Background: an optimization exercise with open tools, aiming at small area, a short achievable clock period and few clock cycles per item. Do not read the settings as production practice.
RTL that was checked went through simulation tests only; none was proved equivalent to the original.
Only the layout flow was run in runs 1 and 2; the RTL was not checked for function there.
No activity file was given, so power comes from the tool's default toggle rates.

**config.mk**
```make
export PLATFORM = sky130hd
export DESIGN_NAME = mx_quant
export DESIGN_NICKNAME = mx_quant
export VERILOG_FILES = /design/flow/design.v
export SDC_FILE = /design/flow/constraint.sdc
export NUM_CORES = 4
export LEC_CHECK = 0
export ABC_AREA = 1
export CAP_MARGIN = 20
export CORE_MARGIN = 2
export CORE_UTILIZATION = 40
export CTS_CLUSTER_DIAMETER = 80
export CTS_CLUSTER_SIZE = 30
export SLEW_MARGIN = 20
```
**constraint.sdc**
```tcl
create_clock -name core_clock -period 28.0 [get_ports {clk}]
set_input_delay 5.6000 -clock core_clock [delete_from_list [all_inputs] [get_ports {clk}]]
set_output_delay 5.6000 -clock core_clock [all_outputs]
set_load 0.01 [all_outputs]
```
**design.v**
```verilog
module mx_quant (
    input  wire        clk,
    input  wire        rst,
    input  wire        in_valid,
    output wire        in_ready,
    input  wire [31:0] in_data,
    input  wire [15:0] in_rand,
    input  wire [3:0]  in_fmt,
    input  wire [1:0]  in_rmode,
    output wire        out_valid,
    input  wire        out_ready,
    output wire [7:0]  out_elem,
    output wire [7:0]  out_scale,
    output wire        out_last
);
    localparam [2:0] F_E4M3 = 3'd0;
    localparam [2:0] F_E5M2 = 3'd1;
    localparam [2:0] F_E3M2 = 3'd2;
    localparam [2:0] F_E2M3 = 3'd3;
    localparam [2:0] F_E2M1 = 3'd4;
    localparam [2:0] F_INT8 = 3'd5;
    localparam [1:0] RM_RTZ  = 2'd1;
    localparam [1:0] RM_STOC = 2'd2;
    localparam integer NS = 33;      
    reg  [48*NS-1:0] ring;
    wire [47:0] st0  = ring[47:0];
    wire [47:0] st31 = ring[48*31 +: 48];
    wire [47:0] st32 = ring[48*32 +: 48];
    reg  [5:0] head_n;    
    reg  [5:0] fill_n;    
    reg  [5:0] hpos;      
    reg  [5:0] tpos;      
    reg        s0_new;    
    reg        s0_first;  
    reg        rdy;       
    reg        wfree;     
    wire       empty;
    wire       fill_full = (fill_n == 6'd32);
    wire       xfer      = fill_full && (head_n == 6'd0);
    wire       blk_ok    = (head_n != 6'd0) || fill_full;
    wire [5:0] fill_eff  = xfer ? 6'd0 : fill_n;
    wire [5:0] head_eff  = xfer ? 6'd32 : head_n;
    reg        r32_v, p2_v, out_v, q1_v;
    wire       out_fire = out_v && out_ready;
    wire [2:0] fl       = {2'd0, r32_v} + {2'd0, p2_v} + {2'd0, out_v} + {2'd0, q1_v};
    wire       credit   = (fl < 3'd3) || ((fl == 3'd3) && out_fire);
    wire       issue    = credit && !empty && (hpos == 6'd31) && blk_ok;
    assign in_ready = rdy;
    wire       ins      = in_valid && rdy;
    reg  [5:0] cnt;       
    wire [5:0] cnt_inc = cnt + 6'd1;
    wire [5:0] cnt_dec = cnt - 6'd1;
    wire c0  = (cnt == 6'd0);
    assign empty = c0;
    wire c1  = (cnt == 6'd1);
    wire c32 = (cnt == 6'd32);
    wire c33 = (cnt == 6'd33);
    wire tp_wrap = (tpos == 6'd32);
    wire n_tp0   = ins || tp_wrap;
    wire n_empty = ins ? 1'b0 : (issue ? c1 : c0);
    wire n_full  = (ins && !issue) ? c32 : (ins || !issue) ? c33 : 1'b0;
    wire n_f32   = ins ? (fill_eff == 6'd31) : (fill_full && !xfer);
    wire n_h0    = xfer ? 1'b0 : issue ? (head_n == 6'd1) : (head_n == 6'd0);
    wire n_free  = (n_empty || n_tp0) && !n_full;
    wire n_rdy   = n_free && (!n_f32 || n_h0);
    always @(posedge clk) begin
        ring <= {ring[48*(NS-1)-1:0], wfree ? {in_rand, in_data} : st32};
    end
    always @(posedge clk) begin
        if (rst) begin
            head_n <= 6'd0;
            fill_n <= 6'd0;
            cnt    <= 6'd0;
            s0_new <= 1'b0;
            rdy    <= 1'b1;
            wfree  <= 1'b1;
        end else begin
            head_n <= issue ? head_eff - 6'd1 : head_eff;
            fill_n <= ins ? fill_eff + 6'd1 : fill_eff;
            s0_new <= ins;
            rdy    <= n_rdy;
            wfree  <= n_free;
            case ({ins, issue})
                2'b10:   cnt <= cnt_inc;
                2'b01:   cnt <= cnt_dec;
                default: cnt <= cnt;
            endcase
        end
        s0_first <= (fill_eff == 6'd0);
        tpos <= (ins || tp_wrap) ? 6'd0 : tpos + 6'd1;
        if (empty)
            hpos <= 6'd0;
        else if (issue)
            hpos <= 6'd31;
        else
            hpos <= (hpos == 6'd32) ? 6'd0 : hpos + 6'd1;
    end
    reg [3:0]  fill_fmt_raw;
    reg [1:0]  fill_rm;
    reg [7:0]  acc_max;
    reg [22:0] acc_or;
    reg        acc_spec;
    function [2:0] fmt_code;
        input [3:0] f;
        case (f)
            4'h5:    fmt_code = F_E5M2;
            4'h6:    fmt_code = F_E3M2;
            4'h7:    fmt_code = F_E2M3;
            4'h8:    fmt_code = F_E2M1;
            4'hC:    fmt_code = F_INT8;
            default: fmt_code = F_E4M3;
        endcase
    endfunction
    always @(posedge clk) begin
        if (wfree && (fill_eff == 6'd0)) begin
            fill_fmt_raw <= in_fmt;
            fill_rm      <= in_rmode;
        end
    end
    wire [2:0]  fill_fmt = fmt_code(fill_fmt_raw);
    wire [7:0]  s0_e = st0[30:23];
    wire [22:0] s0_f = st0[22:0];
    reg  [7:0]  acc_max_n;
    reg  [22:0] acc_or_n;
    reg         acc_spec_n;
    always @(*) begin
        acc_max_n  = acc_max;
        acc_or_n   = acc_or;
        acc_spec_n = acc_spec;
        if (s0_new) begin
            if (s0_first) begin
                acc_max_n  = s0_e;
                acc_or_n   = s0_f;
                acc_spec_n = (s0_e == 8'hFF);
            end else begin
                acc_max_n  = (s0_e > acc_max) ? s0_e : acc_max;
                acc_or_n   = acc_or | s0_f;
                acc_spec_n = acc_spec | (s0_e == 8'hFF);
            end
        end
    end
    always @(posedge clk) begin
        acc_max  <= acc_max_n;
        acc_or   <= acc_or_n;
        acc_spec <= acc_spec_n;
    end
    function [4:0] lead_pos;
        input [22:0] f;
        integer i;
        begin
            lead_pos = 5'd0;
            for (i = 0; i < 23; i = i + 1)
                if (f[i])
                    lead_pos = i[4:0];
        end
    endfunction
    function [4:0] f_emax;
        input [2:0] c;
        case (c)
            F_E5M2:  f_emax = 5'd15;
            F_E3M2:  f_emax = 5'd4;
            F_E2M3:  f_emax = 5'd2;
            F_E2M1:  f_emax = 5'd2;
            F_INT8:  f_emax = 5'd0;
            default: f_emax = 5'd8;
        endcase
    endfunction
    function signed [9:0] f_emin;
        input [2:0] c;
        case (c)
            F_E5M2:  f_emin = -10'sd14;
            F_E3M2:  f_emin = -10'sd2;
            F_E2M3:  f_emin = 10'sd0;
            F_E2M1:  f_emin = 10'sd0;
            F_INT8:  f_emin = 10'sd0;
            default: f_emin = -10'sd6;
        endcase
    endfunction
    function [2:0] f_mbits;
        input [2:0] c;
        case (c)
            F_E5M2:  f_mbits = 3'd2;
            F_E3M2:  f_mbits = 3'd2;
            F_E2M3:  f_mbits = 3'd3;
            F_E2M1:  f_mbits = 3'd1;
            F_INT8:  f_mbits = 3'd6;
            default: f_mbits = 3'd3;
        endcase
    endfunction
    function [6:0] f_maxcode;
        input [2:0] c;
        case (c)
            F_E5M2:  f_maxcode = 7'h7B;
            F_E3M2:  f_maxcode = 7'h1F;
            F_E2M3:  f_maxcode = 7'h1F;
            F_E2M1:  f_maxcode = 7'h07;
            F_INT8:  f_maxcode = 7'h7F;
            default: f_maxcode = 7'h7E;
        endcase
    endfunction
    wire        [4:0] c_emax = f_emax(fill_fmt);
    wire signed [9:0] c_emin = f_emin(fill_fmt);
    wire        [4:0] c_r0   = 5'd23 - {2'd0, f_mbits(fill_fmt)};
    wire        nz_zero = (acc_max_n == 8'd0) && (acc_or_n == 23'd0);
    wire signed [9:0] nz_eb  = (acc_max_n != 8'd0) ? $signed({2'b00, acc_max_n})
                                                   : $signed({5'd0, lead_pos(acc_or_n)}) - 10'sd22;
    wire signed [9:0] nz_se  = nz_eb - $signed({5'd0, c_emax});       
    wire              nz_low = nz_se < 10'sd0;
    wire        [7:0] nz_scale = nz_low ? 8'h00 : nz_se[7:0];
    wire signed [9:0] nz_kb  = nz_low ? c_emin : nz_se + c_emin;        
    wire signed [9:0] nz_kbp = nz_low ? c_emin + $signed({5'd0, c_r0})
                                      : nz_se + c_emin + $signed({5'd0, c_r0});
    reg        [7:0] h_scale;    
    reg signed [9:0] h_kb;       
    reg signed [9:0] h_kbp;      
    reg        [2:0] h_fmt;
    reg        [1:0] h_rm;
    reg              h_zero;     
    always @(posedge clk) begin
        if (xfer) begin
            h_scale <= acc_spec_n ? 8'hFF : nz_zero ? 8'h00 : nz_scale;
            h_kb    <= nz_kb;
            h_kbp   <= nz_kbp;
            h_fmt   <= fill_fmt;
            h_rm    <= fill_rm;
            h_zero  <= acc_spec_n || nz_zero;
        end
    end
    wire [7:0]  a_e = st31[30:23];
    wire [22:0] a_f = st31[22:0];
    wire [23:0] a_m = {a_e != 8'd0, a_f};
    reg  [4:0]  a_lz;      
    reg  [5:0]  a_tz;      
    integer k;
    always @(*) begin
        a_lz = 5'd31;
        for (k = 0; k < 23; k = k + 1)
            if (a_f[k])
                a_lz = 5'd22 - k[4:0];
        a_tz = 6'd63;
        for (k = 23; k >= 0; k = k - 1)
            if (a_m[k])
                a_tz = k[5:0];
    end
    reg [4:0] x_lz;
    reg [5:0] x_tz;
    reg       x_last;
    always @(posedge clk) begin
        x_lz   <= a_lz;
        x_tz   <= a_tz;
        x_last <= (head_n == 6'd1);
        if (rst)
            r32_v <= 1'b0;
        else
            r32_v <= issue;
    end
    wire        b_s    = st32[31];
    wire [7:0]  b_e    = st32[30:23];
    wire [22:0] b_f    = st32[22:0];
    wire [15:0] b_r    = st32[47:32];
    wire        b_norm = (b_e != 8'd0);
    wire [23:0] b_m    = {b_norm, b_f};
    wire [2:0]  b_mb   = f_mbits(h_fmt);
    wire [4:0]  b_r0   = 5'd23 - {2'd0, b_mb};
    wire signed [9:0]  b_eb = b_norm ? $signed({2'b00, b_e}) : -$signed({5'd0, x_lz});
    wire signed [10:0] b_t  = $signed({b_eb[9], b_eb}) - $signed({h_kb[9], h_kb});
    wire               b_tp = !b_t[10] && (b_t != 11'sd0);
    wire signed [10:0] b_D  = $signed({h_kbp[9], h_kbp}) -
                              $signed({3'd0, b_e[7:1], b_e[0] | !b_norm});
    wire        [5:0]  b_L  = b_norm ? 6'd0 : {1'b0, x_lz} + 6'd1;
    wire signed [6:0]  b_F  = $signed({2'b00, b_r0}) - $signed({1'b0, b_L});
    wire        [5:0]  b_Dc = (b_D[10:6] != 5'd0) ? 6'd63 : b_D[5:0];
    wire        [5:0]  b_R  = b_tp ? b_F[5:0] : b_Dc;
    wire [39:0] b_w    = {b_m, 16'd0} >> b_R;
    wire [7:0]  b_n    = b_w[23:16];
    wire [15:0] b_d    = b_w[15:0];
    wire        b_rbit = b_w[15];
    wire        b_sticky = ({1'b0, x_tz} + 7'd2) <= {1'b0, b_R};
    reg b_ru;
    always @(*) begin
        case (h_rm)
            RM_RTZ:  b_ru = 1'b0;
            RM_STOC: b_ru = (b_d > b_r);
            default: b_ru = b_rbit & (b_sticky | b_n[0]);
        endcase
    end
    wire [4:0] b_ebias = b_tp ? b_t[4:0] : 5'd0;
    wire [7:0] b_pre   = ({3'd0, b_ebias} << b_mb) + b_n;
    reg        p2_last, p2_s, p2_ru, p2_zero;
    reg [6:0]  p2_pre;
    reg [2:0]  p2_fmt;
    reg [7:0]  p2_scale;
    wire p2_mv = p2_v && (!q1_v || out_fire);    
    wire p2_en = !p2_v || p2_mv;
    always @(posedge clk) begin
        if (rst)
            p2_v <= 1'b0;
        else if (p2_en)
            p2_v <= r32_v;
        if (p2_en) begin
            p2_last  <= x_last;
            p2_s     <= b_s;
            p2_ru    <= b_ru;
            p2_pre   <= b_pre[6:0];
            p2_fmt   <= h_fmt;
            p2_zero  <= h_zero;
            p2_scale <= h_scale;
        end
    end
    wire [7:0]  c_code = {1'b0, p2_pre} + {7'd0, p2_ru};
    wire [6:0]  c_max  = f_maxcode(p2_fmt);
    wire [6:0]  c_fp   = (c_code > {1'b0, c_max}) ? c_max : c_code[6:0];
    wire [7:0]  c_mag  = (c_code[7] && !p2_s) ? 8'd127 : c_code;    
    wire [7:0]  c_neg  = 8'd0 - c_mag;
    reg [7:0] c_elem;
    always @(*) begin
        if (p2_zero)
            c_elem = 8'h00;
        else begin
            case (p2_fmt)
                F_INT8:         c_elem = p2_s ? c_neg : c_mag;
                F_E3M2, F_E2M3: c_elem = {2'b00, p2_s, c_fp[4:0]};
                F_E2M1:         c_elem = {4'b0000, p2_s, c_fp[2:0]};
                default:        c_elem = {p2_s, c_fp[6:0]};
            endcase
        end
    end
    wire [16:0] c_ent = {p2_last, p2_scale, c_elem};
    reg [16:0] o_ent, q1_ent;
    always @(posedge clk) begin
        if (rst) begin
            out_v <= 1'b0;
            q1_v  <= 1'b0;
        end else begin
            if (!out_v || out_fire)
                out_v <= q1_v || p2_mv;
            if (q1_v)
                q1_v <= !out_fire || p2_mv;
            else
                q1_v <= out_v && !out_fire && p2_mv;
        end
        if (!out_v || out_fire)
            o_ent <= q1_v ? q1_ent : c_ent;
        if (q1_v ? out_fire : (out_v && !out_fire))
            q1_ent <= c_ent;
    end
    assign out_valid = out_v;
    assign out_elem  = o_ent[7:0];
    assign out_scale = o_ent[15:8];
    assign out_last  = o_ent[16];
endmodule
```
**flow/run.sh**
```bash
#!/bin/bash
# The standard layout (the standard.sh, unchanged synthesis), with ORFS's
# timing repair asked to leave at least SETUP_SLACK_MARGIN ns of setup slack
# at the design's clock period, so that it works on the design's slowest
# paths although the design's period leaves them plenty of slack.
set -euo pipefail
export SETUP_SLACK_MARGIN=21.0
bash standard.sh > standard.log 2>&1
```
**standard.sh**
```bash
#!/bin/bash
# synth_recipe.tcl (not shown) runs the flow's synth.tcl, then flattens the netlist and writes it again
# the make line also repeats each setting of config.mk as NAME=value (left out here)
make -C /OpenROAD-flow-scripts/flow DESIGN_CONFIG=/design/flow/config.mk WORK_HOME=/design/flow/orfs CLKGATE_MAP_FILE= SYNTH_SCRIPT=/design/flow/synth_recipe.tcl "${@:-finish}"
```
==> results of run 1 <==
[sequential cells by signal (all words and copies together) (netlist names), 4 cells and up]
register,count
cnt,6
p2_scale,8
o_ent,17
x_lz,5
x_tz,6
p2_pre,7
h_kbp,10
fill_fmt_raw,4
ring,1584
tpos,6
hpos,6
acc_max,8
q1_ent,17
fill_n,6
h_kb,10
head_n,6
h_scale,8
acc_or,23
[layout make-up]
class                      count  area [sq um]  area share, %
multi-input combinational   1409          7933          15.84
antenna                        1         2.502       0.004997
clock inverter                12         151.4         0.3023
tap                         1500          1877          3.748
clock buffer                  76          1858          3.710
timing repair buffer          84         820.8          1.639
sequential                  1762         36240          72.37
inverter                     316          1195          2.386
[metrics by stage]
stage / cells / util, % / hold WS (ns) / setup slack, ns
floorplan: 3528 / - / 0.3096 / 20.99
global placement: 5067 / 42.63 / 0.3098 / 20.22
detailed placement: 5067 / 42.63 / 0.3121 / 20.20
CTS: 5156 / 44.40 / 0.3190 / 20.95
global route: 5159 / 44.45 / 0.3232 / 21.00
finish: 5160 / 44.45 / 0.3247 / 21.07
[report_power, final]
group          switching (uW)  internal [uW]
clock network             716            491
logic                     333            187
registers                82.3           2830
total                    1130           3510
[metal layers]
metal,part of all wire (%),up-vias,GRT usage [%]
met2,44,285,19.83
met1,50,10218,17.25
met4,2.8,2,4.350
met3,3.3,115,2.133
met5,0.015,-,0
li1,-,11444,-
[kinds of logic after synthesis]
family                   after synthesis  share of synthesized area (%)
flip-flops                          1762                          79.54
XOR/XNOR                              41                         0.7883
AO/OA/AOI/OAI                        323                          4.156
other                                  1                       0.008232
adder cells (fa/ha/maj)              110                          3.153
buffers and inverters                357                          3.142
multiplexers                          17                         0.4202
AND/OR/NAND/NOR                      917                          8.794
[path summary, 6_finish.rpt]
kind                       startpoint                  end  slack (ns)  cells after the start
hold / removal      ring[352]$_DFF_P_    ring[400]$_DFF_P_        0.32                      0
hold reg to reg     ring[352]$_DFF_P_    ring[400]$_DFF_P_        0.32                      0
setup / recovery  o_ent[14]$_DFFE_PN_         out_scale[6]       21.07                      1
setup reg to reg   ring[1563]$_DFF_P_  p2_pre[6]$_DFFE_PP_       21.67                     35
[timing repair]
action,in CTS,in global routing
setup endpoints to repair,23,13
gates resized for setup,22,8
hold buffers,0,0
setup buffers,1,2
pin swaps,1,3
[cells in the final DEF (no fill, tap or decap), types with 17 or more instances in the layout]
| master | synthesis | final |
|---|---|---|
| a21oi_1 | 88 | 88 |
| mux2_2 | 17 | 17 |
| o21ai_0 | 120 | 119 |
| nand4_1 | 20 | 20 |
| o21ai_1 | 20 | 21 |
| clkbuf_16 | 0 | 73 |
| nor2_1 | 145 | 142 |
| dfxtp_1 | 1666 | 1663 |
| nand2_1 | 490 | 490 |
| nor3_1 | 35 | 35 |
| clkdlybuf4s50_1 | 0 | 56 |
| nand3_1 | 152 | 152 |
| inv_1 | 297 | 297 |
| xor2_1 | 32 | 32 |
| edfxtp_1 | 96 | 96 |
| ha_1 | 102 | 100 |
==> flow_summary.yaml, run 1 <==
run_status:
  outcome: "complete, no violations"
power_and_ir_drop:
  p_total_uw: 4642
  vdd_drop_max_v: 0.00005399
  power.leakage_uw: 0.02150
  power_density_nw_per_um2: 92.69
synthesis:
  ys_seq_elements: 1762
  synth_area_leader_cell: "dfxtp_1"
  yosys.area.top_type_share_pct: 73.21
  synth_common_cells: "dfxtp_1, nand2_1, inv_1"
  ys_seq_area_share_pct: 79.54
  async_reset_ff_share_pct: 0
  yosysUniqueCellTypes: 69
  synth-edff-count: 96
  synth.most_common_cell: "dfxtp_1"
  ys.warnings.count: 1
  syn-instance-count: 3528
  syn_area_per_cell_sq_um: 12.91
  synth_area_leaders: "dfxtp_1, edfxtp_1, nand2_1"
  synthesis.area_sq_um: 45560
  ys_dominant_reg_cell: "dfxtp_1"
  synthesis.nets: 3696
worst_hold_path:
  min_path_type: "flop to flop"
die:
  start_util_pct: 40.44
  num_rows: 123
  die_y_um: 341.5
  ios: 77
  die-area_sq_um: 116600
  core_sq_um: 112700
  die_w_um: 341.5
timing:
  post-route-period-util_pct: 24.74
  tightest_slew_ns: 1.014
  maxSlewHeadroom_pct: 32.22
  fmax_ghz: 0.1444
  tns_ns: 0
  skew_ns: 0.02196
  drv_slew: 0
  grt_setup_unrepaired: "false"
  hold_violations: 0
  setup_violations: 0
  finalCriticalPeriod_ns: 6.927
clocking:
  clk_root_buffer_cell: "clkbuf_16"
  cts_tree: "done"
  clock-sinks: 1762
  clk_latency_ns: 0.67
  cts-buffers-inserted: 71
  clock_path_buffers: 3
  htree_num_levels: 3
  cts.clk_slew.worst_paths_ns: 0.11
final_layout:
  design_area_sq_um: 50080
  nFillCells: 10261
  nets: 3812
  area_growth_syn_to_layout_pct: 9.926
  drive_above_1_share_pct: 5.329
critical_path:
  startpoint_type: "flop"
  slowest_delay_ns: 0.37
  crit_type: "flop to output port"
  critPathCaptureType: "output port"
  cpMaxStageDelayCell: "edfxtp_1"
  cp_max_fo: 1
  path_cells: "dlygate4sd2_1"
  arrival_ns: 1.33
  critical-path-top-delay-family: "flip-flops"
  required_ns: 22.40
  path_buf_inv: 1
global_route:
  antenna_found_initial: 6
  overflow: 0
  grt_usage_pct: 12.49
  grt_pass1_vias: 21392
  grt_max_degree: 42
  grt_pass1_wl_um: 114900
drt:
  wirelength_um: 71820
  first_pass_iters: 5
  wire_per_inst_um: 13.92
  drtIter0Drc: 1277
  ant_nets: 0
  drcViolationCount: 0
  num_vias: 22064
  avgViaCountPerCell: 4.276
placement:
  hpwl_um: 48690
  place.gp.congestion: 0.8384
  dpl_cell_area_sq_um: 48020
  io_buffers: 76
job:
  cap_violations: 0
==> run 2, diff against run 1 <==
--- a/flow/run.sh
+++ b/flow/run.sh
@@ -4,5 +4,5 @@
 # at the design's clock period, so that it works on the design's slowest
 # paths although the design's period leaves them plenty of slack.
 set -euo pipefail
-export SETUP_SLACK_MARGIN=21.0
+export SETUP_SLACK_MARGIN=21.4
 bash standard.sh > standard.log 2>&1
==> flow_summary.yaml, run 2 <==
global_route:
  overflow: 0
  grt_pass1_wl_um: 114700
  grt_pass1_vias: 21254
  grt_usage_pct: 12.46
  antenna_found_initial: 4
  grt_max_degree: 62
clocking:
  clk_root_buffer_cell: "clkbuf_16"
  hold_buffers: 0
  cts.clk_slew.worst_paths_ns: 0.10
  htree_num_levels: 3
  cts-buffers-inserted: 74
  clk_latency_ns: 0.68
  clock_path_buffers: 3
  cts_tree: "done"
  clock-sinks: 1762
placement:
  io_buffers: 76
  place.gp.congestion: 0.8810
  dpl_cell_area_sq_um: 48030
  hpwl_um: 48850
synthesis:
  synth_area_leaders: "dfxtp_1, edfxtp_1, nand2_1"
  yosys.area.top_type_share_pct: 73.21
  synthesis.nets: 3696
  ys_seq_area_share_pct: 79.54
  ys_seq_elements: 1762
  ys.warnings.count: 1
  synthesis.area_sq_um: 45560
  synth_common_cells: "dfxtp_1, nand2_1, inv_1"
  async_reset_ff_share_pct: 0
  ys_dominant_reg_cell: "dfxtp_1"
  synth_area_leader_cell: "dfxtp_1"
  synth-edff-count: 96
  syn-instance-count: 3528
  yosysUniqueCellTypes: 69
  synth.most_common_cell: "dfxtp_1"
  syn_area_per_cell_sq_um: 12.91
timing:
  skew_ns: 0.02871
  tns_ns: 0
  fmax_ghz: 0.1470
  post-route-period-util_pct: 24.30
  grt_setup_unrepaired: "true"
  whs_ns: 0.2984
  finalCriticalPeriod_ns: 6.804
  maxSlewHeadroom_pct: 40.17
  setup_violations: 0
  tightest_slew_ns: 0.8974
  hold_violations: 0
  drv_slew: 0
critical_path:
  arrival_ns: 1.20
  crit_type: "flop to output port"
  critical-path-top-delay-family: "flip-flops"
  cpMaxStageDelayCell: "edfxtp_1"
  cp_max_fo: 1
  path_buf_inv: 1
  startpoint_type: "flop"
  critPathCaptureType: "output port"
  path_cells: "buf_2"
  required_ns: 22.40
  slowest_delay_ns: 0.39
drt:
  ant_nets: 0
  first_pass_iters: 5
  drtIter0Drc: 1382
  drcViolationCount: 0
  wire_per_inst_um: 13.92
  avgViaCountPerCell: 4.285
  num_vias: 22190
  wirelength_um: 72080
final_layout:
  top_register: "ring"
  final_cell_mix: "dfxtp_1, nand2_1, inv_1"
  nets: 3820
  drive_above_1_share_pct: 6.797
  design_area_sq_um: 50410
  largestRegisters: "ring (1584), acc_or (23)"
  area_growth_syn_to_layout_pct: 10.66
  final_common_cell: "dfxtp_1"
  largest_reg_flops: 1584
die:
  num_rows: 123
  ios: 77
  die_y_um: 341.5
  core_sq_um: 112700
  die-area_sq_um: 116600
  start_util_pct: 40.44
  die_w_um: 341.5
power_and_ir_drop:
  p_total_uw: 4710
  power.leakage_uw: 0.02164
  vdd_drop_max_v: 0.00005400
  power_density_nw_per_um2: 93.43
run_status:
  outcome: "complete, no violations"
worst_hold_path:
  min_path_type: "flop to flop"
job:
  cap_violations: 0
## run 2: cell counts after synthesis
Identical to the previous run, type by type.
## run 2: logic make-up (layout without fill, tap and decap cells)
| family | count (synthesis) | count (layout) | share of synthesized area (%) |
|---|---|---|---|
| other cells | 1 | 2 | 0.008232 |
| compound gates | 323 | 323 | 4.156 |
| flops | 1762 | 1762 | 79.54 |
| mux | 17 | 17 | 0.4202 |
| simple gates | 917 | 917 | 8.794 |
| buf+inv | 357 | 507 | 3.142 |
| fa+ha+maj | 110 | 110 | 3.153 |
| xor+xnor | 41 | 41 | 0.7883 |
## run 2: cell type report
type	count	area [sq um]
antenna	1	2.502
clock buffer	82	1944
clock inverter	20	315.3
fill	10257	62240
inverter	316	1200
multi-input combinational	1409	8030
sequential	1762	36240
tap	1500	1877
timing repair buffer	89	798.3
## run 2: power breakdown
group	switching (uW)	internal (uW)
clock network	742	531
registers	81.6	2830
logic	335	188
## run 2: routing by layer
| layer | global-route usage (%) | share of wire (%) |
|---|---|---|
| met4 | 4.323 | 2.6 |
| met2 | 19.49 | 44 |
| met3 | 2.333 | 3.7 |
| met5 | 0 | 0.018 |
| met1 | 17.33 | 50 |
## run 2: through the flow
step	worst slack [ns]	instances	util (%)
after floorplan	21.00	3528	-
after global placement	20.19	5066	42.64
after detailed placement	20.20	5066	42.64
after CTS	21.12	5176	44.65
after global routing	21.12	5178	44.75
final	21.20	5179	44.75
## run 2: path summary, 6_finish.rpt
check,from,to,slack (ns),cells after the start
worst max-delay path,o_ent[16]$_DFFE_PN_,out_last,21.20,1
worst min-delay path,ring[482]$_DFF_P_,ring[530]$_DFF_P_,0.30,0
worst max register to register,ring[1562]$_DFF_P_,p2_pre[6]$_DFFE_PP_,21.79,34
worst min register to register,ring[482]$_DFF_P_,ring[530]$_DFF_P_,0.30,0
## run 2: timing repair
action / CTS / global route
pin swaps: 2 / 3
setup endpoints to repair: 52 / 37
buffers inserted: 8 / 2
gates resized for setup: 87 / 24
cloned: 0 / 0
==> run 3, diff against run 2 <==
--- a/design.v
+++ b/design.v
@@ -22,16 +22,26 @@
     localparam [1:0] RM_RTZ  = 2'd1;
     localparam [1:0] RM_STOC = 2'd2;
     localparam integer NS = 33;      
-    reg  [48*NS-1:0] ring;
-    wire [47:0] st0  = ring[47:0];
-    wire [47:0] st31 = ring[48*31 +: 48];
-    wire [47:0] st32 = ring[48*32 +: 48];
+    localparam integer W = 47;
+    reg  [W*NS-1:0] ring;
+    wire [W-1:0] st0  = ring[W-1:0];
+    wire [W-1:0] st31 = ring[W*31 +: W];
+    wire [W-1:0] st32 = ring[W*32 +: W];
+    function [7:0] dec_e;
+        input [W-1:0] v;
+        dec_e = (v[29:22] == 8'hFF) ? 8'h00 : v[29:22];
+    endfunction
+    function [22:0] dec_f;
+        input [W-1:0] v;
+        dec_f = {v[21:0], (v[29:22] == 8'hFF) || ((v[29:22] != 8'h00) && v[31])};
+    endfunction
     reg  [5:0] head_n;    
     reg  [5:0] fill_n;    
     reg  [5:0] hpos;      
     reg  [5:0] tpos;      
     reg        s0_new;    
     reg        s0_first;  
+    reg        s0_spec;   
     reg        rdy;       
     reg        wfree;     
     wire       empty;
@@ -63,8 +73,14 @@
     wire n_h0    = xfer ? 1'b0 : issue ? (head_n == 6'd1) : (head_n == 6'd0);
     wire n_free  = (n_empty || n_tp0) && !n_full;
     wire n_rdy   = n_free && (!n_f32 || n_h0);
+    reg [3:0]  fill_fmt_raw;     
+    reg [1:0]  fill_rm;
+    wire       in_ezero = (in_data[30:23] == 8'h00);
+    wire       in_stoch = ((fill_eff == 6'd0) ? in_rmode : fill_rm) == RM_STOC;
+    wire [W-1:0] in_enc = {in_rand[15:1], in_stoch ? in_rand[0] : in_data[0], in_data[31],
+                           in_data[30:23] | {8{in_ezero & in_data[0]}}, in_data[22:1]};
     always @(posedge clk) begin
-        ring <= {ring[48*(NS-1)-1:0], wfree ? {in_rand, in_data} : st32};
+        ring <= {ring[W*(NS-1)-1:0], wfree ? in_enc : st32};
     end
     always @(posedge clk) begin
         if (rst) begin
@@ -87,6 +103,7 @@
             endcase
         end
         s0_first <= (fill_eff == 6'd0);
+        s0_spec  <= (in_data[30:23] == 8'hFF);
         tpos <= (ins || tp_wrap) ? 6'd0 : tpos + 6'd1;
         if (empty)
             hpos <= 6'd0;
@@ -95,8 +112,6 @@
         else
             hpos <= (hpos == 6'd32) ? 6'd0 : hpos + 6'd1;
     end
-    reg [3:0]  fill_fmt_raw;
-    reg [1:0]  fill_rm;
     reg [7:0]  acc_max;
     reg [22:0] acc_or;
     reg        acc_spec;
@@ -118,8 +133,8 @@
         end
     end
     wire [2:0]  fill_fmt = fmt_code(fill_fmt_raw);
-    wire [7:0]  s0_e = st0[30:23];
-    wire [22:0] s0_f = st0[22:0];
+    wire [7:0]  s0_e = dec_e(st0);
+    wire [22:0] s0_f = dec_f(st0);
     reg  [7:0]  acc_max_n;
     reg  [22:0] acc_or_n;
     reg         acc_spec_n;
@@ -131,11 +146,11 @@
             if (s0_first) begin
                 acc_max_n  = s0_e;
                 acc_or_n   = s0_f;
-                acc_spec_n = (s0_e == 8'hFF);
+                acc_spec_n = s0_spec;
             end else begin
                 acc_max_n  = (s0_e > acc_max) ? s0_e : acc_max;
                 acc_or_n   = acc_or | s0_f;
-                acc_spec_n = acc_spec | (s0_e == 8'hFF);
+                acc_spec_n = acc_spec | s0_spec;
             end
         end
     end
@@ -226,8 +241,8 @@
             h_zero  <= acc_spec_n || nz_zero;
         end
     end
-    wire [7:0]  a_e = st31[30:23];
-    wire [22:0] a_f = st31[22:0];
+    wire [7:0]  a_e = dec_e(st31);
+    wire [22:0] a_f = dec_f(st31);
     wire [23:0] a_m = {a_e != 8'd0, a_f};
     reg  [4:0]  a_lz;      
     reg  [5:0]  a_tz;      
@@ -254,10 +269,10 @@
         else
             r32_v <= issue;
     end
-    wire        b_s    = st32[31];
-    wire [7:0]  b_e    = st32[30:23];
-    wire [22:0] b_f    = st32[22:0];
-    wire [15:0] b_r    = st32[47:32];
+    wire        b_s    = st32[30];
+    wire [7:0]  b_e    = dec_e(st32);
+    wire [22:0] b_f    = dec_f(st32);
+    wire [15:0] b_r    = st32[46:31];
     wire        b_norm = (b_e != 8'd0);
     wire [23:0] b_m    = {b_norm, b_f};
     wire [2:0]  b_mb   = f_mbits(h_fmt);
--- a/flow/run.sh
+++ b/flow/run.sh
@@ -4,5 +4,5 @@
 # at the design's clock period, so that it works on the design's slowest
 # paths although the design's period leaves them plenty of slack.
 set -euo pipefail
-export SETUP_SLACK_MARGIN=21.4
+export SETUP_SLACK_MARGIN=21.7
 bash standard.sh > standard.log 2>&1
==> flow_summary.yaml, run 3 <==
final_layout:
  largestRegisters: "ring (1551), acc_or (23)"
  final_common_cell: "dfxtp_1"
  drive_above_1_share_pct: 8.970
  diodes: 0
  nets: 3911
  nFillCells: 10174
  top_register: "ring"
  area_growth_syn_to_layout_pct: 12.17
  largest_reg_flops: 1551
  seqCellArea_sq_um: 35620
  design_area_sq_um: 50760
  multiInputGateArea_sq_um: 8755
  final_cell_mix: "dfxtp_1, nand2_1, inv_1"
drt:
  met2_length_um: 32340
  wire_per_inst_um: 13.81
  top_layer: "met4"
  wl_met1_um: 35790
  first_pass_iters: 5
  wl_met3_um: 2755
  ant_nets: 0
  drtIter0Drc: 1334
  drcViolationCount: 0
  num_vias: 22729
  wirelength_um: 72740
  avgViaCountPerCell: 4.315
timing:
  tightest_slew_ns: 0.9678
  setup_violations: 0
  finalCriticalPeriod_ns: 6.823
  fmax_ghz: 0.1466
  grt_setup_unrepaired: "true"
  drv_slew: 0
  tns_ns: 0
  maxSlewHeadroom_pct: 35.24
  skew_ns: 0.03366
  post-route-period-util_pct: 24.37
  hold_violations: 0
placement:
  place.gp.congestion: 0.8683
  dpl_cell_area_sq_um: 47760
  hpwl_um: 48670
  io_buffers: 76
global_route:
  grt_usage_pct: 12.29
  antenna_found_initial: 2
  grt_pass1_vias: 21251
  grt_pass1_wl_um: 113300
  grt_max_degree: 46
  overflow: 0
die:
  die-area_sq_um: 115800
  die_w_um: 340.4
  core_sq_um: 112300
  ios: 77
  die_y_um: 340.4
  num_rows: 123
  start_util_pct: 40.28
critical_path:
  critical-path-top-delay-family: "flip-flops"
  cpMaxStageDelayCell: "edfxtp_1"
  cp_max_fo: 1
  path_cells: "buf_2"
  path_buf_inv: 1
  critPathCaptureType: "output port"
  slowest_delay_ns: 0.39
  arrival_ns: 1.22
  startpoint_type: "flop"
  crit_type: "flop to output port"
  required_ns: 22.40
power_and_ir_drop:
  p_sw_uw: 1145
  power.leakage_uw: 0.02181
  power_frac_seq_pct: 61.9
  swShare_pct: 24.69
  internal_power_uw: 3493
  clock_power_share_pct: 26.6
  vdd_drop_max_v: 0.00006292
  combPwrFrac_pct: 11.6
  power_density_nw_per_um2: 91.38
synthesis:
  synth-edff-count: 96
  async_reset_ff_share_pct: 0
  ys_seq_area_share_pct: 78.66
  synthesis.area_sq_um: 45250
  ys_dominant_reg_cell: "dfxtp_1"
  syn-instance-count: 3588
  synth_area_leaders: "dfxtp_1, edfxtp_1, nand2_1"
  ys.warnings.count: 1
  ys_seq_elements: 1730
  yosys.area.top_type_share_pct: 72.28
  synthesis.nets: 3756
  yosysUniqueCellTypes: 72
  synth_common_cells: "dfxtp_1, nand2_1, inv_1"
  synth_area_leader_cell: "dfxtp_1"
  synth.most_common_cell: "dfxtp_1"
  syn_area_per_cell_sq_um: 12.61
clocking:
  cts-buffers-inserted: 73
  clk_latency_ns: 0.68
  clock-sinks: 1730
  cts_tree: "done"
  hold_buffers: 0
  cts.clk_slew.worst_paths_ns: 0.11
  clk_root_buffer_cell: "clkbuf_16"
  clock_path_buffers: 3
  htree_num_levels: 3
job:
  cap_violations: 0
worst_hold_path:
  min_path_type: "flop to flop"
run_status:
  outcome: "complete, no violations"
run 3: changes by cell type in the layout (fill, tap and decap cells not counted), moves of 20 or more:
cell / delta
buf_4: +23
dfxtp_1: -42
nand2_1: +32
nor2_1: +23
inv_1: +21
o21ai_0: -20
run 3: power by group through the flow:
stage	Clock (uW)	Sequential, uW	Combinational, uW
floorplan	0	2890	385
global placement	0	2920	497
detailed placement	0	2930	503
CTS	1280	2880	514
global route	1360	2900	616
finish	1230	2870	536
run 3: worst paths after layout:
check,from,end,slack [ns],cells past startpoint
setup reg to reg,ring[1533]$_DFF_P_,p2_ru$_DFFE_PP_,22.09,32
hold / removal,ring[612]$_DFF_P_,ring[659]$_DFF_P_,0.29,0
setup / recovery,o_ent[15]$_DFFE_PN_,out_scale[7],21.18,1
hold reg to reg,ring[612]$_DFF_P_,ring[659]$_DFF_P_,0.29,0
run 3: area by class of cell:
type / instances / area share (%)
clock buffers: 82 / 3.747
clock inverters: 18 / 0.5669
inverters: 337 / 2.573
multi-input cells: 1484 / 17.25
flip-flops and latches: 1730 / 70.18
well taps: 1500 / 3.697
repair buffers: 116 / 1.979
repair inverters: 1 / 0.009859
run 3: timing repair:
action | CTS | global route
setup endpoints to repair | 114 | 52
buffers inserted | 14 | 22
cloned | 2 | 6
resized for setup | 136 | 103
pin swaps | 9 | 38
run 3: cells by family (layout without fill, tap and decap cells):
family,count (synthesis),in the layout,synth area share [%]
AO/OA/AOI/OAI,325,325,4.156
XOR/XNOR,42,42,0.8129
adder cells (fa/ha/maj),110,110,3.174
buffers and inverters,381,554,3.359
flip-flops,1730,1730,78.66
multiplexers,14,14,0.3484
other,1,1,0.008287
AND/OR/NAND/NOR,985,992,9.486
run 3: metal layers:
metal  vias to the layer above  track usage, %
met5                         -               0
met4                         0           3.772
met3                       122           2.167
met2                       345           19.52
met1                     10536           17.13
li1                      11726               -
run 3: metrics by stage:
stage	instances	total power, uW	utilization, %	hold WS [ns]	setup WS (ns)
finish	5268	4638	45.18	0.2949	21.18
global route	5268	4879	45.18	0.2960	21.10
CTS	5240	4669	44.67	0.2935	21.11
detailed placement	5124	3430	42.51	0.3121	20.15
global placement	5124	3420	42.51	0.3099	20.15
floorplan	3588	3273	-	0.3096	21.00
Testbench counts of run 3, summed over its fixed seeds: cycles 12,568, items 384.
==> run 4, diff against run 3 <==
--- a/flow/run.sh
+++ b/flow/run.sh
@@ -4,5 +4,5 @@
 # at the design's clock period, so that it works on the design's slowest
 # paths although the design's period leaves them plenty of slack.
 set -euo pipefail
-export SETUP_SLACK_MARGIN=21.7
+export SETUP_SLACK_MARGIN=21.4
 bash standard.sh > standard.log 2>&1
==> flow_summary.yaml, run 4 <==
run_status:
  outcome: "complete, no violations"
synthesis:
  synth_area_leader_cell: "dfxtp_1"
  ys_seq_area_share_pct: 78.66
  yosysUniqueCellTypes: 72
  yosys.area.top_type_share_pct: 72.28
  async_reset_ff_share_pct: 0
  ys_dominant_reg_cell: "dfxtp_1"
  ys.warnings.count: 1
  synth_common_cells: "dfxtp_1, nand2_1, inv_1"
  synth-edff-count: 96
  synth.most_common_cell: "dfxtp_1"
  synthesis.nets: 3756
  synth_area_leaders: "dfxtp_1, edfxtp_1, nand2_1"
  syn_area_per_cell_sq_um: 12.61
  synthesis.area_sq_um: 45250
  ys_seq_elements: 1730
  syn-instance-count: 3588
timing:
  maxSlewHeadroom_pct: 43.85
  skew_ns: 0.02795
  hold_violations: 0
  grt_setup_unrepaired: "true"
  tightest_slew_ns: 0.8392
  finalCriticalPeriod_ns: 6.816
  setup_violations: 0
  drv_slew: 0
  post-route-period-util_pct: 24.34
  tns_ns: 0
  fmax_ghz: 0.1467
final_layout:
  largestRegisters: "ring (1551), acc_or (23)"
  fin_cells: 5240
  nFillCells: 10272
  largest_reg_flops: 1551
  final_cell_mix: "dfxtp_1, nand2_1, inv_1"
  final_common_cell: "dfxtp_1"
  area_growth_syn_to_layout_pct: 10.97
  nets: 3885
  top_register: "ring"
  drive_above_1_share_pct: 6.633
  design_area_sq_um: 50220
critical_path:
  startpoint_type: "flop"
  arrival_ns: 1.22
  critPathCaptureType: "output port"
  critical-path-top-delay-family: "flip-flops"
  required_ns: 22.40
  path_buf_inv: 1
  path_cells: "buf_2"
  cp_max_fo: 1
  crit_type: "flop to output port"
  slowest_delay_ns: 0.40
  cpMaxStageDelayCell: "edfxtp_1"
power_and_ir_drop:
  power.leakage_uw: 0.02164
  power_density_nw_per_um2: 91.97
  vdd_drop_max_v: 0.00005102
clocking:
  clk_root_buffer_cell: "clkbuf_16"
  clk_latency_ns: 0.67
  cts_tree: "done"
  htree_num_levels: 3
  cts-buffers-inserted: 73
  clock_path_buffers: 3
  cts.clk_slew.worst_paths_ns: 0.10
  hold_buffers: 0
  clock-sinks: 1730
job:
  cap_violations: 0
placement:
  hpwl_um: 48660
  dp.cells: 5122
  io_buffers: 76
  place.gp.congestion: 0.8545
  dpl_cell_area_sq_um: 47720
die:
  die_w_um: 340.4
  num_rows: 123
  die_y_um: 340.4
  die-area_sq_um: 115800
  start_util_pct: 40.28
  ios: 77
  core_sq_um: 112300
global_route:
  grt_max_degree: 46
  overflow: 0
  grt_usage_pct: 12.25
  antenna_found_initial: 2
  grt_pass1_vias: 21424
  grt_pass1_wl_um: 113200
drt:
  first_pass_iters: 7
  top_layer: "met4"
  wirelength_um: 71700
  drcViolationCount: 0
  avgViaCountPerCell: 4.294
  wire_per_inst_um: 13.68
  met2_length_um: 31490
  drtIter0Drc: 1308
  ant_nets: 0
  wl_met1_um: 36190
  num_vias: 22500
  wl_met3_um: 2198
worst_hold_path:
  min_path_type: "flop to flop"
==> run 4: cell count changes in the layout (fill, tap and decap cells not counted), moves of 4 or more <==
cell,previous run,this run
nand3_2,7,3
nand3_1,138,142
nand2_4,13,8
o21ai_2,13,7
buf_4,34,18
nand2_1,517,530
a21oi_1,82,86
o21ai_0,95,106
buf_6,8,3
nand2_2,22,10
nor2_1,163,169
dfxtp_1,1620,1629
clkinvlp_4,5,1
dfxtp_2,9,2
==> run 4: cell families after synthesis <==
family | count (synthesis) | share of synthesized area (%)
compound gates | 325 | 4.156
xor+xnor | 42 | 0.8129
fa+ha+maj | 110 | 3.174
buf+inv | 381 | 3.359
flops | 1730 | 78.66
mux | 14 | 0.3484
other cells | 1 | 0.008287
simple gates | 985 | 9.486
==> run 4: worst paths after layout <==
path / startpoint / to / slack, ns / depth (start not counted)
max: o_ent[14]$_DFFE_PN_ / out_scale[6] / 21.18 / 1
min: ring[585]$_DFF_P_ / ring[632]$_DFF_P_ / 0.31 / 0
max reg2reg: ring[1526]$_DFF_P_ / p2_pre[6]$_DFFE_PP_ / 21.93 / 34
min reg2reg: ring[585]$_DFF_P_ / ring[632]$_DFF_P_ / 0.31 / 0
==> run 4: cell type report <==
| cell class | count | area, sq um | share of cell area (%) |
|---|---|---|---|
| timing repair inverter | 1 | 5.005 | 0.009966 |
| antenna | 1 | 2.502 | 0.004983 |
| sequential | 1730 | 35610 | 70.91 |
| timing repair buffer | 96 | 859.6 | 1.712 |
| tap | 1500 | 1877 | 3.737 |
| clock inverter | 15 | 249.0 | 0.4958 |
| inverter | 337 | 1294 | 2.576 |
| clock buffer | 82 | 1924 | 3.832 |
| multi-input combinational | 1478 | 8398 | 16.72 |
==> run 4: per-layer routing <==
metal	vias up	track usage, %
met5	-	0
met4	0	3.616
met3	110	2.167
met2	263	19.51
met1	10459	17.07
li1	11668	-
==> run 4: power by group <==
part           leakage, uW  switching, uW  internal, uW
Clock              0.00106            721           515
Combinational      0.00586            327           186
Sequential          0.0147           83.3          2790
==> run 4: stage by stage <==
| step | worst slack (ns) | utilization [%] | hold slack (ns) | power, uW |
|---|---|---|---|---|
| 6_report | 21.18 | 44.70 | 0.3099 | 4619 |
| 3_3_place_gp | 20.20 | 42.47 | 0.3096 | 3419 |
| 5_1_grt | 21.12 | 44.70 | 0.3040 | 4855 |
| 2_1_floorplan | 21.00 | - | 0.3096 | 3273 |
| 4_1_cts | 21.12 | 44.41 | 0.3119 | 4663 |
| 3_5_place_dp | 20.18 | 42.47 | 0.3121 | 3429 |
==> run 4: what timing repair did <==
action	4_1_cts	5_1_grt
pin swaps	3	10
hold endpoints to repair	0	0
endpoints found under the setup margin	62	43
gates resized for setup	96	57
cloned	1	1
buffers inserted	6	11
==> run 5, diff against run 4 <==
--- a/design.v
+++ b/design.v
@@ -113,7 +113,8 @@
             hpos <= (hpos == 6'd32) ? 6'd0 : hpos + 6'd1;
     end
     reg [7:0]  acc_max;
-    reg [22:0] acc_or;
+    reg [4:0]  acc_lp;      
+    reg        acc_nz;      
     reg        acc_spec;
     function [2:0] fmt_code;
         input [3:0] f;
@@ -135,28 +136,35 @@
     wire [2:0]  fill_fmt = fmt_code(fill_fmt_raw);
     wire [7:0]  s0_e = dec_e(st0);
     wire [22:0] s0_f = dec_f(st0);
+    wire [4:0]  s0_lp = lead_pos(s0_f);
+    wire        s0_nz = (s0_f != 23'd0);
     reg  [7:0]  acc_max_n;
-    reg  [22:0] acc_or_n;
+    reg  [4:0]  acc_lp_n;
+    reg         acc_nz_n;
     reg         acc_spec_n;
     always @(*) begin
         acc_max_n  = acc_max;
-        acc_or_n   = acc_or;
+        acc_lp_n   = acc_lp;
+        acc_nz_n   = acc_nz;
         acc_spec_n = acc_spec;
         if (s0_new) begin
             if (s0_first) begin
                 acc_max_n  = s0_e;
-                acc_or_n   = s0_f;
+                acc_lp_n   = s0_lp;
+                acc_nz_n   = s0_nz;
                 acc_spec_n = s0_spec;
             end else begin
                 acc_max_n  = (s0_e > acc_max) ? s0_e : acc_max;
-                acc_or_n   = acc_or | s0_f;
+                acc_lp_n   = (s0_lp > acc_lp) ? s0_lp : acc_lp;
+                acc_nz_n   = acc_nz | s0_nz;
                 acc_spec_n = acc_spec | s0_spec;
             end
         end
     end
     always @(posedge clk) begin
         acc_max  <= acc_max_n;
-        acc_or   <= acc_or_n;
+        acc_lp   <= acc_lp_n;
+        acc_nz   <= acc_nz_n;
         acc_spec <= acc_spec_n;
     end
     function [4:0] lead_pos;
@@ -216,18 +224,15 @@
     wire        [4:0] c_emax = f_emax(fill_fmt);
     wire signed [9:0] c_emin = f_emin(fill_fmt);
     wire        [4:0] c_r0   = 5'd23 - {2'd0, f_mbits(fill_fmt)};
-    wire        nz_zero = (acc_max_n == 8'd0) && (acc_or_n == 23'd0);
+    wire        nz_zero = (acc_max_n == 8'd0) && !acc_nz_n;
     wire signed [9:0] nz_eb  = (acc_max_n != 8'd0) ? $signed({2'b00, acc_max_n})
-                                                   : $signed({5'd0, lead_pos(acc_or_n)}) - 10'sd22;
+                                                   : $signed({5'd0, acc_lp_n}) - 10'sd22;
     wire signed [9:0] nz_se  = nz_eb - $signed({5'd0, c_emax});       
     wire              nz_low = nz_se < 10'sd0;
     wire        [7:0] nz_scale = nz_low ? 8'h00 : nz_se[7:0];
     wire signed [9:0] nz_kb  = nz_low ? c_emin : nz_se + c_emin;        
-    wire signed [9:0] nz_kbp = nz_low ? c_emin + $signed({5'd0, c_r0})
-                                      : nz_se + c_emin + $signed({5'd0, c_r0});
     reg        [7:0] h_scale;    
     reg signed [9:0] h_kb;       
-    reg signed [9:0] h_kbp;      
     reg        [2:0] h_fmt;
     reg        [1:0] h_rm;
     reg              h_zero;     
@@ -235,7 +240,6 @@
         if (xfer) begin
             h_scale <= acc_spec_n ? 8'hFF : nz_zero ? 8'h00 : nz_scale;
             h_kb    <= nz_kb;
-            h_kbp   <= nz_kbp;
             h_fmt   <= fill_fmt;
             h_rm    <= fill_rm;
             h_zero  <= acc_spec_n || nz_zero;
@@ -280,7 +284,7 @@
     wire signed [9:0]  b_eb = b_norm ? $signed({2'b00, b_e}) : -$signed({5'd0, x_lz});
     wire signed [10:0] b_t  = $signed({b_eb[9], b_eb}) - $signed({h_kb[9], h_kb});
     wire               b_tp = !b_t[10] && (b_t != 11'sd0);
-    wire signed [10:0] b_D  = $signed({h_kbp[9], h_kbp}) -
+    wire signed [10:0] b_D  = $signed({h_kb[9], h_kb}) + $signed({6'd0, b_r0}) -
                               $signed({3'd0, b_e[7:1], b_e[0] | !b_norm});
     wire        [5:0]  b_L  = b_norm ? 6'd0 : {1'b0, x_lz} + 6'd1;
     wire signed [6:0]  b_F  = $signed({2'b00, b_r0}) - $signed({1'b0, b_L});
--- a/config.mk
+++ b/config.mk
@@ -8,7 +8,7 @@
 export ABC_AREA = 1
 export CAP_MARGIN = 20
 export CORE_MARGIN = 2
-export CORE_UTILIZATION = 40
+export CORE_UTILIZATION = 60
 export CTS_CLUSTER_DIAMETER = 80
 export CTS_CLUSTER_SIZE = 30
 export SLEW_MARGIN = 20
==> flow_summary.yaml, run 5 <==
run_status:
  outcome: "complete, no violations"
drt:
  top_layer: "met4"
  first_pass_iters: 8
  wirelength_um: 75340
  avgViaCountPerCell: 4.850
  wl_met3_um: 2389
  wire_per_inst_um: 16.23
  ant_nets: 0
  drtIter0Drc: 1271
  met2_length_um: 35700
  drcViolationCount: 0
  wl_met1_um: 35580
  num_vias: 22516
synthesis:
  async_reset_ff_share_pct: 0
  synth_area_leaders: "dfxtp_1, edfxtp_1, nand2_1"
  syn-instance-count: 3530
  synthesis.area_sq_um: 44380
  ys_dominant_reg_cell: "dfxtp_1"
  synthesis.nets: 3709
  synth_area_leader_cell: "dfxtp_1"
  yosys.area.top_type_share_pct: 72.94
  ys_seq_area_share_pct: 78.76
  ys_seq_elements: 1703
  synth.most_common_cell: "dfxtp_1"
  ys.warnings.count: 1
  syn_area_per_cell_sq_um: 12.57
  yosysUniqueCellTypes: 61
  synth-edff-count: 86
  synth_common_cells: "dfxtp_1, nand2_1, inv_1"
placement:
  hpwl_um: 50760
  io_buffers: 76
  dpl_cell_area_sq_um: 46200
  pre_cts_ws_ns: 20.05
  place.gp.congestion: 0.8338
timing:
  tns_ns: 0
  tightest_slew_ns: 1.031
  fmax_ghz: 0.1477
  post-route-period-util_pct: 24.19
  timing.final.ws_setup_ns: 21.23
  maxSlewHeadroom_pct: 31.25
  drv_slew: 0
  skew_ns: 0.04079
  whs_ns: 0.3093
  finalCriticalPeriod_ns: 6.772
  setup_violations: 0
  grt_setup_unrepaired: "true"
  hold_violations: 0
final_layout:
  drive_above_1_share_pct: 6.576
  multiInputGateArea_sq_um: 8279
  final_cell_mix: "dfxtp_1, nand2_1, inv_1"
  top_register: "ring"
  largest_reg_flops: 1551
  design_area_sq_um: 48710
  seqCellArea_sq_um: 34970
  area_growth_syn_to_layout_pct: 9.761
  nFillCells: 5224
  final_common_cell: "dfxtp_1"
  nets: 3844
  fin_util_pct: 66.65
  largestRegisters: "ring (1551), o_ent (17), q1_ent (17)"
clocking:
  cts-buffers-inserted: 69
  clock_path_buffers: 3
  clk_latency_ns: 0.67
  cts.clk_slew.worst_paths_ns: 0.10
  hold_buffers: 0
  clk_root_buffer_cell: "clkbuf_16"
  cts_tree: "done"
  clock-sinks: 1703
  htree_num_levels: 3
critical_path:
  r2r_cells: 32
  critPathCaptureType: "output port"
  r2r-end: "h_kb[9]$_DFFE_PP_"
  path_buf_inv: 1
  r2r-start: "ring[4]$_DFF_P_"
  cpMaxStageDelayCell: "edfxtp_1"
  reg2reg_slack_ns: 21.79
  critical-path-top-delay-family: "flip-flops"
  crit_type: "flop to output port"
  cp_max_fo: 1
  required_ns: 22.40
  slowest_delay_ns: 0.38
  path_cells: "buf_2"
  startpoint_type: "flop"
  arrival_ns: 1.17
global_route:
  grt_usage_pct: 19.95
  grt_max_degree: 92
  grt_pass1_wl_um: 118900
  overflow: 0
  grt_pass1_vias: 22693
  antenna_found_initial: 0
worst_hold_path:
  min_path_type: "flop to flop"
  hold_start: "ring[326]$_DFF_P_"
  min_to: "ring[373]$_DFF_P_"
  holdPathStages: 0
job:
  cap_violations: 0
die:
  die_y_um: 276.0
  num_rows: 99
  core_sq_um: 73080
  ios: 77
  die_w_um: 276.0
  start_util_pct: 60.72
  die-area_sq_um: 76160
power_and_ir_drop:
  p_sw_uw: 1055
  internal_power_uw: 3377
  power.leakage_uw: 0.02137
  swShare_pct: 23.80
  combPwrFrac_pct: 9.3
  vdd_drop_max_v: 0.0001080
  power_density_nw_per_um2: 90.99
  power_frac_seq_pct: 63.9
  clock_power_share_pct: 26.8
## run 5: changes by cell type after synthesis, sizes merged, moves of 9 or more
cell and delta:
o22ai -16, nand3 +15, mux2 -10, edfxtp -10
nor2 -9, inv -9, ha +10, dfxtp -17
## run 5: worst max-delay path by stage
stage | cells past startpoint | to | startpoint | slack (ns)
2_1_floorplan | 15 | cnt[4]$_SDFFE_PP0P_ | out_ready | 21.02
3_3_place_gp | 13 | cnt[5]$_SDFFE_PP0P_ | out_ready | 20.11
3_5_place_dp | 12 | cnt[4]$_SDFFE_PP0P_ | out_ready | 20.05
4_1_cts | 1 | out_elem[0] | o_ent[0]$_DFFE_PN_ | 21.19
5_1_grt | 1 | out_elem[6] | o_ent[6]$_DFFE_PN_ | 21.15
6_report | 1 | out_scale[2] | o_ent[10]$_DFFE_PN_ | 21.23
## run 5: power by group through the flow
| stage | Clock, uW | Combinational, uW | Sequential [uW] |
|---|---|---|---|
| 6_report | 1190 | 411 | 2830 |
| 5_1_grt | 1300 | 468 | 2860 |
| 4_1_cts | 1220 | 394 | 2840 |
| 3_5_place_dp | 0 | 392 | 2890 |
| 3_3_place_gp | 0 | 380 | 2880 |
| 2_1_floorplan | 0 | 291 | 2840 |
## run 5: kinds of logic after synthesis
logic type               share of synthesized area (%)
multiplexers                                    0.1015
buffers and inverters                            3.307
AO/OA/AOI/OAI                                    4.257
adder cells (fa/ha/maj)                          3.564
other                                         0.008450
flip-flops                                       78.76
XOR/XNOR                                        0.8092
AND/OR/NAND/NOR                                  9.191
## run 5: timing repair
| item | in CTS | in global routing |
|---|---|---|
| setup endpoints to repair | 38 | 37 |
| gates resized for setup | 103 | 57 |
| cloned | 0 | 3 |
| pin swaps | 7 | 17 |
| setup buffers | 8 | 16 |
## run 5: metal layers
layer  global-route usage [%]  vias up
met5                        0        -
met4                    5.235        0
met3                    2.645      119
met2                    33.89      418
met1                    27.11    10516
li1                         -    11463
## run 5: metrics by stage
stage / instances / total power, uW
CTS: 4620 / 4454
global placement: 4526 / 3257
finish: 4642 / 4432
detailed placement: 4526 / 3278
global route: 4639 / 4630
floorplan: 3530 / 3132
## run 5: layout make-up
cell class                      instances  share of cell area [%]
Clock inverter                         14                  0.6036
Sequential cell                      1703                   71.80
Timing Repair Buffer                  103                   1.893
Multi-Input combinational cell       1460                   17.00
Inverter                              328                   2.576
Tap cell                              959                   2.463
Antenna cell                            3                 0.01541
Clock buffer                           72                   3.655
Testbench counts of run 5, summed over its fixed seeds: cycles 12,568, items 384.
==> run 6, diff against run 5 <==
--- a/config.mk
+++ b/config.mk
@@ -8,7 +8,7 @@
 export ABC_AREA = 1
 export CAP_MARGIN = 20
 export CORE_MARGIN = 2
-export CORE_UTILIZATION = 60
+export CORE_UTILIZATION = 40
 export CTS_CLUSTER_DIAMETER = 80
 export CTS_CLUSTER_SIZE = 30
 export SLEW_MARGIN = 20
==> flow_summary.yaml, run 6 <==
run_status:
  outcome: "complete, no violations"
synthesis:
  synth_area_leader_cell: "dfxtp_1"
  yosysUniqueCellTypes: 61
  ys.warnings.count: 1
  ys_seq_elements: 1703
  async_reset_ff_share_pct: 0
  synth-simple-area-share_pct: 9.191
  synth_compound_area_share_pct: 4.257
  synthesis.area_sq_um: 44380
  synth_top_family_by_area: "simple AND/OR/NAND/NOR gates"
  synth-edff-count: 86
  synth_common_cells: "dfxtp_1, nand2_1, inv_1"
  yosys.area.top_type_share_pct: 72.94
  syn_area_per_cell_sq_um: 12.57
  synthAdderAreaFrac_pct: 3.564
  muxShareOfSynthArea_pct: 0.1015
  synth.most_common_cell: "dfxtp_1"
  ys_dominant_reg_cell: "dfxtp_1"
  synthesis.nets: 3709
  synth_area_leaders: "dfxtp_1, edfxtp_1, nand2_1"
  syn-instance-count: 3530
  ys_seq_area_share_pct: 78.76
  synthXorXnorAreaFrac_pct: 0.8092
power_and_ir_drop:
  power.leakage_uw: 0.02142
  combPwrFrac_pct: 9.2
  power_frac_seq_pct: 63.8
  clock_power_share_pct: 27.1
  p_sw_uw: 1037
  power_density_nw_per_um2: 89.60
  swShare_pct: 23.43
  vdd_drop_max_v: 0.00005577
  internal_power_uw: 3389
clocking:
  cts_tree: "done"
  clk_latency_ns: 0.66
  clock-sinks: 1703
  cts.clk_slew.worst_paths_ns: 0.11
  cts-buffers-inserted: 71
  clock_path_buffers: 3
  clk_root_buffer_cell: "clkbuf_16"
  hold_buffers: 0
  htree_num_levels: 3
final_layout:
  largestRegisters: "ring (1551), o_ent (17), q1_ent (17)"
  final_common_cell: "dfxtp_1"
  area_growth_syn_to_layout_pct: 11.30
  top_register: "ring"
  nets: 3849
  final_cell_mix: "dfxtp_1, nand2_1, inv_1"
  largest_reg_flops: 1551
  drive_above_1_share_pct: 6.717
placement:
  place.gp.congestion: 0.8342
  pre_cts_ws_ns: 20.03
  io_buffers: 76
  hpwl_um: 48700
die:
  core_sq_um: 110400
  num_rows: 122
  ios: 77
  die_y_um: 337.1
  start_util_pct: 40.21
  die_w_um: 337.1
  die-area_sq_um: 113600
critical_path:
  startpoint_type: "flop"
  critPathCaptureType: "output port"
  path_cells: "buf_2"
  cp_max_fo: 1
  arrival_ns: 1.21
  crit_type: "flop to output port"
  slowest_delay_ns: 0.39
  critical-path-top-delay-family: "flip-flops"
  path_buf_inv: 1
  required_ns: 22.40
  cpMaxStageDelayCell: "edfxtp_1"
timing:
  tns_ns: 0
  skew_ns: 0.02576
  fmax_ghz: 0.1469
  post-route-period-util_pct: 24.32
  finalCriticalPeriod_ns: 6.808
  drv_slew: 0
  hold_violations: 0
  timing.final.ws_setup_ns: 21.19
  tightest_slew_ns: 0.9516
  setup_violations: 0
  grt_setup_unrepaired: "true"
  maxSlewHeadroom_pct: 36.56
worst_hold_path:
  min_path_type: "flop to flop"
global_route:
  grt_usage_pct: 12.61
  grt_max_degree: 64
  overflow: 0
  grt_pass1_wl_um: 112200
  antenna_found_initial: 3
  grt_pass1_vias: 21036
job:
  cap_violations: 0
drt:
  avgViaCountPerCell: 4.284
  ant_nets: 0
  first_pass_iters: 5
  drtIter0Drc: 1398
  wire_per_inst_um: 13.85
  num_vias: 22198
  drcViolationCount: 0
  wirelength_um: 71780
run 6: cell counts after synthesis:
Identical to the previous run, type by type.
run 6: power groups by stage:
stage / logic [uW] / clock network, uW / registers (uW)
2_1_floorplan: 291 / 0 / 2840
3_3_place_gp: 387 / 0 / 2870
3_5_place_dp: 392 / 0 / 2880
4_1_cts: 394 / 1250 / 2830
5_1_grt: 463 / 1330 / 2850
6_report: 406 / 1200 / 2820
run 6: repair_timing:
item,in CTS,in global routing
resized for setup,95,60
endpoints found under the setup margin,37,34
setup buffers,9,16
pin swaps,2,16
endpoints found under the hold margin,0,0
gates cloned,0,4
run 6: cells by family (layout without fill, tap and decap cells):
family / Yosys count / count (layout)
AOI/OAI and AO/OA: 324 / 324
xor gates and xnor gates: 41 / 41
adders and majority gates: 121 / 121
buffers and inverters: 370 / 529
DFF: 1703 / 1703
muxes: 4 / 4
other: 1 / 3
and+or+nand+nor: 966 / 969
run 6: area by class of cell:
type | count | area (sq um)
multi-input combinational | 1460 | 8259
fill | 9981 | 60970
sequential | 1703 | 34970
antenna | 2 | 5.005
clock inverter | 16 | 217.7
timing repair buffer | 106 | 965.9
inverter | 328 | 1252
clock buffer | 79 | 1859
tap | 1488 | 1862
run 6: through the flow:
stage | power, uW | area [sq um] | utilization [%] | hold slack [ns] | std cells
CTS | 4468 | 48980 | 44.38 | 0.3061 | 5160
detailed placement | 3270 | 46870 | 42.47 | 0.3121 | 5056
floorplan | 3132 | 44460 | - | 0.3096 | 3530
global placement | 3260 | 46870 | 42.47 | 0.3095 | 5056
global route | 4644 | 49390 | 44.75 | 0.3002 | 5181
finish | 4425 | 49390 | 44.75 | 0.3042 | 5182
run 6: worst paths after layout:
| check | slack (ns) | from | cells past startpoint | endpoint |
|---|---|---|---|---|
| worst max-delay path | 21.19 | o_ent[2]$_DFFE_PN_ | 1 | out_elem[2] |
| worst min-delay path | 0.30 | ring[785]$_DFF_P_ | 0 | ring[832]$_DFF_P_ |
| worst max register to register | 21.79 | ring[1527]$_DFF_P_ | 41 | p2_pre[6]$_DFFE_PP_ |
| worst min register to register | 0.30 | ring[785]$_DFF_P_ | 0 | ring[832]$_DFF_P_ |
run 6: per-layer routing:
layer / routed length (um) / up-vias / global-route usage (%) / share of wire (%)
li1: - / 11487 / - / -
met3: 3045 / 137 / 2.341 / 4.2
met5: 12 / - / 0 / 0.017
met1: 35320 / 10226 / 17.55 / 49
met2: 31340 / 346 / 19.83 / 44
met4: 2060 / 2 / 4.075 / 2.9

what the ideal ports hide:
How much do the figures lean on ideal ports? The routed layouts below were timed once more, with nothing changed but the port constraints.
Step 1 assumes that a clkbuf_16 drives the clock port and a buf_2 every other input.
Step 2 adds t to the input delays and takes it off the output delays; t is the mean of the earliest and latest rising clock arrival at the registers after step 1. Input paths then give back, and output paths get back, about the clock's delay inside the block.
Three values: ideal ports, drivers, drivers and shift; two values: the first two.
| run | t (ns) | setup slack, ns | worst setup path after step 2 | worst register clock-pin slew, ns |
|---|---|---|---|---|
| run 1 | 0.716 | 21.073 / 21.012 / 20.526 | input to register | 0.11 / 0.11 |
| run 2 | 0.714 | 21.196 / 21.134 / 20.803 | input to register | 0.11 / 0.11 |
| run 3 | 0.732 | 21.177 / 21.111 / 20.908 | input to register | 0.11 / 0.11 |
| run 4 | 0.716 | 21.185 / 21.120 / 20.791 | input to register | 0.11 / 0.11 |
| run 5 | 0.716 | 21.228 / 21.164 / 20.784 | input to register | 0.11 / 0.11 |
| run 6 | 0.716 | 21.192 / 21.128 / 20.784 | input to register | 0.11 / 0.11 |
After both steps every run listed still meets setup and hold. For run 1, which loses most, drivers alone change the setup slack by -0.061 ns; drivers and shift together by -0.547 ns.
